Source: an optimization exercise on an open RTL-to-GDS flow (aim: small area, a short achievable clock period and few clock cycles per item). Production flows keep margins and buffers that such runs may drop.
The RTL was checked by simulation tests, not by an equivalence proof against the original design.

==> inputs of run H <==
==> flow/design.v (excerpt) <==
module cop1_fpu (
    input  wire        clk,
    input  wire        rst,
    input  wire        in_valid,
    output wire        in_ready,
    input  wire [4:0]  in_func,
    input  wire [1:0]  in_rm,
    input  wire [31:0] in_a,
    input  wire [31:0] in_b,
    output reg         out_valid,
    output reg  [31:0] out_result,
    output reg  [4:0]  out_flags
);
clock: 22.0 ns
lec_check: 0
cap_margin: 20
core_margin: 2
core_utilization: 55
slew_margin: 20
standard.sh (not shown) runs the stock make flow with config.mk's settings and CLKGATE_MAP_FILE= SYNTH_SCRIPT=/design/flow/synth_recipe.tcl, a recipe that flattens the netlist after the stock synthesis.
==> flow/flow/run.sh <==
#!/bin/bash
set -euo pipefail
bash standard.sh SETUP_SLACK_MARGIN=16 finish > standard.log 2>&1
==> inputs of run M, as changes to run H <==
==> flow/flow/run.sh (replaced) <==
#!/bin/bash
set -euo pipefail
bash standard.sh SETUP_SLACK_MARGIN=12 finish > standard.log 2>&1
==> run notes <==
- Run M passed the timing, design-rule and antenna checks. Run H failed in global routing on GRT-0232.
- Synthesized area is the same in run M and run H.
- In synthesized cell count, run H and run M do not differ.
==> figures <==
| quantity | run H | run M |
|---|---|---|
| Ys async rst share | 0 | 0 |
| Number of buffers inserted by post-CTS setup repair | 621 | 135 |
| Clock H-tree levels | 3 | 3 |
| Area share of xor/xnor cells in the synthesized design | 0.0405 | 0.0405 |
| Area share of the largest cell type after synthesis | 0.137 | 0.137 |
| RePlAce Congestion | 1.05 | 1.06 |
| Number of buffers added by the clock tree synthesis step | 87 | 87 |
| Port Buffers | 112 | 112 |
| Worst slack, placed | 9.11 ns | 8.80 ns |
| Number of flops mapped to enable cells by yosys | 219 | 219 |
| Number of buffers inserted for hold repair after clock tree synthesis | 0 | 0 |
| Synthesized-area fraction occupied by and/or/nand/nor cells | 0.194 | 0.194 |
| Count of instances resized after the clock tree is built | 1289 | 245 |
| Die width | 401 um | 401 um |
| Share of cell area taken by muxes after synthesis | 0.0701 | 0.0701 |
| Status | stopped before the end | complete, no violations |
| Stage where the flow stopped | global routing | - |
| I/O pin count | 113 | 113 |
| Compound-gate portion of the synthesized area | 0.183 | 0.183 |
| DP HPWL | 258000 um | 252000 um |
| Post-synthesis share of cell area spent on full adders, half adders and majority gates | 0.226 | 0.226 |
| Post-Place Cell Area | 91400 sq um | 89900 sq um |
| Sequential-to-total area share from yosys stat | 0.212 | 0.212 |
Testbench counts of run H, summed over its fixed seeds: cycles 13,479, ops 12,000.
Testbench counts of run M, summed over its fixed seeds: cycles 13,479, ops 12,000.

* * *

==> run a: inputs <==
Another version of the RTL of cop1_fpu (not shown whole).
Settings: LEC_CHECK=0, CAP_MARGIN=20, CORE_MARGIN=2, CORE_UTILIZATION=55, SLEW_MARGIN=20; clock period 22.0 ns.
==> flow/flow/run.sh <==
#!/bin/bash
set -euo pipefail
bash standard.sh SETUP_SLACK_MARGIN=8 finish > standard.log 2>&1
==> run b: changes against run a <==
--- a/flow/design.v
+++ b/flow/design.v
@@ -136,20 +136,27 @@
     wire [7:0]  eeb     = (eb == 0) ? 8'd1 : eb;
     wire [7:0]  d_ab    = eea - eeb;
     wire [7:0]  d_ba    = eeb - eea;
     wire [7:0]  d       = swap ? d_ba : d_ab;
     wire [5:0]  dd      = (d > 8'd50) ? 6'd50 : d[5:0];
+    wire        near    = (effsub & (d[7:1] == 7'd0)) | (e_big == 0);
     wire [99:0] b_wide  = {m_sml, 26'b0, 50'b0} >> dd;
     wire        lost    = |b_wide[49:0];
     wire [50:0] op_a    = {1'b0, m_big, 26'b0};
     wire [50:0] op_b    = {1'b0, b_wide[99:51], b_wide[50] | lost};
     wire [50:0] sum     = effsub ? (op_a - op_b) : (op_a + op_b);
-    wire [5:0]  lz;
-    fpu_lzc #(.W(51), .CW(6)) u_lzc (.x(sum), .count(lz));
-    wire [50:0] norm    = sum << lz;
+    wire [1:0]  flz     = sum[50] ? 2'd0 : sum[49] ? 2'd1 : 2'd2;
+    wire [50:0] fnorm   = sum[50] ? sum : sum[49] ? {sum[49:0], 1'b0} : {sum[48:0], 2'b0};
+    wire [25:0] na      = {1'b0, m_big, 1'b0};
+    wire [25:0] nb      = d[0] ? {2'b0, m_sml} : {1'b0, m_sml, 1'b0};
+    wire [25:0] nsum    = effsub ? (na - nb) : (na + nb);
+    wire [4:0]  nlz;
+    fpu_lzc #(.W(26), .CW(5)) u_lzc (.x(nsum), .count(nlz));
+    wire [25:0] nnorm   = nsum << nlz;
+    wire [5:0]  lz      = near ? {1'b0, nlz} : {4'b0, flz};
     assign r_exp  = $signed({2'b0, ee_big}) + 10'sd1 - $signed({4'b0, lz});
-    assign r_sig  = {norm[50:25], |norm[24:0]};
+    assign r_sig  = near ? {nnorm, 1'b0} : {fnorm[50:25], |fnorm[24:0]};
     assign r_sign = s_big;
     reg special;
     always @* begin
         special = 1'b1;
         if (nan_a | nan_b) begin
@@ -648,23 +655,29 @@
     reg [4:0]  f0;
     reg [1:0]  rm0;
     reg [31:0] a0, b0;
     wire       go0;           
     assign in_ready = ~v0 | go0;
+    wire [23:0]       in_man, in_mbn;
+    wire signed [9:0] in_xa, in_xb;
+    fpu_unpack u_unpack (.a(in_a), .b(in_b), .man(in_man), .mbn(in_mbn), .xa(in_xa), .xb(in_xb));
+    reg [23:0]        man, mbn;
+    reg signed [9:0]  xa, xb;
     always @(posedge clk) begin
         if (in_ready) begin
             f0  <= in_func;
             rm0 <= in_rm;
             a0  <= in_a;
             b0  <= in_b;
+            man <= in_man;
+            mbn <= in_mbn;
+            xa  <= in_xa;
+            xb  <= in_xb;
         end
         if (rst)           v0 <= 1'b0;
         else if (in_ready) v0 <= in_valid;
     end
-    wire [23:0]       man, mbn;
-    wire signed [9:0] xa, xb;
-    fpu_unpack u_unpack (.a(a0), .b(b0), .man(man), .mbn(mbn), .xa(xa), .xb(xb));
     wire              add_use, mul_use, cvt_use;
     wire              add_sign, mul_sign, cvt_sign;
     wire signed [9:0] add_exp, mul_exp, cvt_exp;
     wire [26:0]       add_sig, mul_sig, cvt_sig;
     wire [31:0]       add_res, mul_res, cvt_res, cmp_res, ds_res;
==> flow/flow/run.sh (replaced) <==
#!/bin/bash
set -euo pipefail
bash standard.sh SETUP_SLACK_MARGIN=10 finish > standard.log 2>&1
==> summary.md <==
| Metric | Value |
|---|---|
| Result of the run | no timing/DRC/antenna violations |
| Syn_nets | between 10,000 and 15,000 |
| Total Routed Length | 335,200 um |
| Critical path capture point | m_exp[9] |
| Post-DR vias/cell | 6.546 |
| Resized cells post-CTS | 54 |
| Detailed route wirelength on metal3 | 44,750 um |
| CP delay by family, top | simple AND/OR/NAND/NOR gates |
| Clock latency on the worst-skew pair | 720 ps |
| Final std cell area, no fill | about 90,000 um^2 |
| Highest clock frequency the design can meet | between 0.07 and 0.08 GHz |
# the run above: run a

==> summary.md <==
| Metric | Value |
|---|---|
| Result of the run | no timing/DRC/antenna violations |
| Resized cells post-CTS | 17 |
| Syn_nets | 12,065 |
| Total Routed Length | ~330,000 um |
| Clock latency on the worst-skew pair | 730 ps |
| CP delay by family, top | compound AO/OA/AOI/OAI gates |
| Final std cell area, no fill | between 90,000 and 100,000 um^2 |
| Detailed route wirelength on metal3 | 31,420 um |
# the run above: run b

Testbench counts of run a, summed over its fixed seeds: cycles 13,479, ops 12,000.
Testbench counts of run b, summed over its fixed seeds: cycles 13,479, ops 12,000.

==> what the ideal ports hide <==
The flow's constraints put no driver on any port. The routed layouts listed below were extracted and timed again, unchanged, in two steps. Step 1 assumes that a clkbuf_16 drives the clock port and a buf_2 every other input. Step 2 moves the port delays by t, midway between the first and last clock arrival at a register: inputs arrive t later, outputs are due t later. That takes back most of the time a late clock gives input paths. Three values: no drivers, after step 1, after step 2; two values: the first two.
| run | t, ns | setup slack, ns | hold WS [ns] | latest minus earliest clock arrival (ns) |
|---|---|---|---|---|
| run M | 0.812 | 11.469 / 11.469 / 11.349 | 0.301 / 0.301 / 0.301 | 0.045 / 0.045 |
| run a | 0.776 | 8.352 / 8.352 / 8.352 | 0.285 / 0.285 / 0.285 | 0.069 / 0.068 |
| run b | 0.795 | 10.393 / 10.393 / 10.305 | 0.312 / 0.312 / 0.312 | 0.059 / 0.060 |
After both steps every run listed still meets setup and hold. The setup slack of run M, which loses most, moves by 0.000 ns with the drivers and by -0.120 ns with both steps.
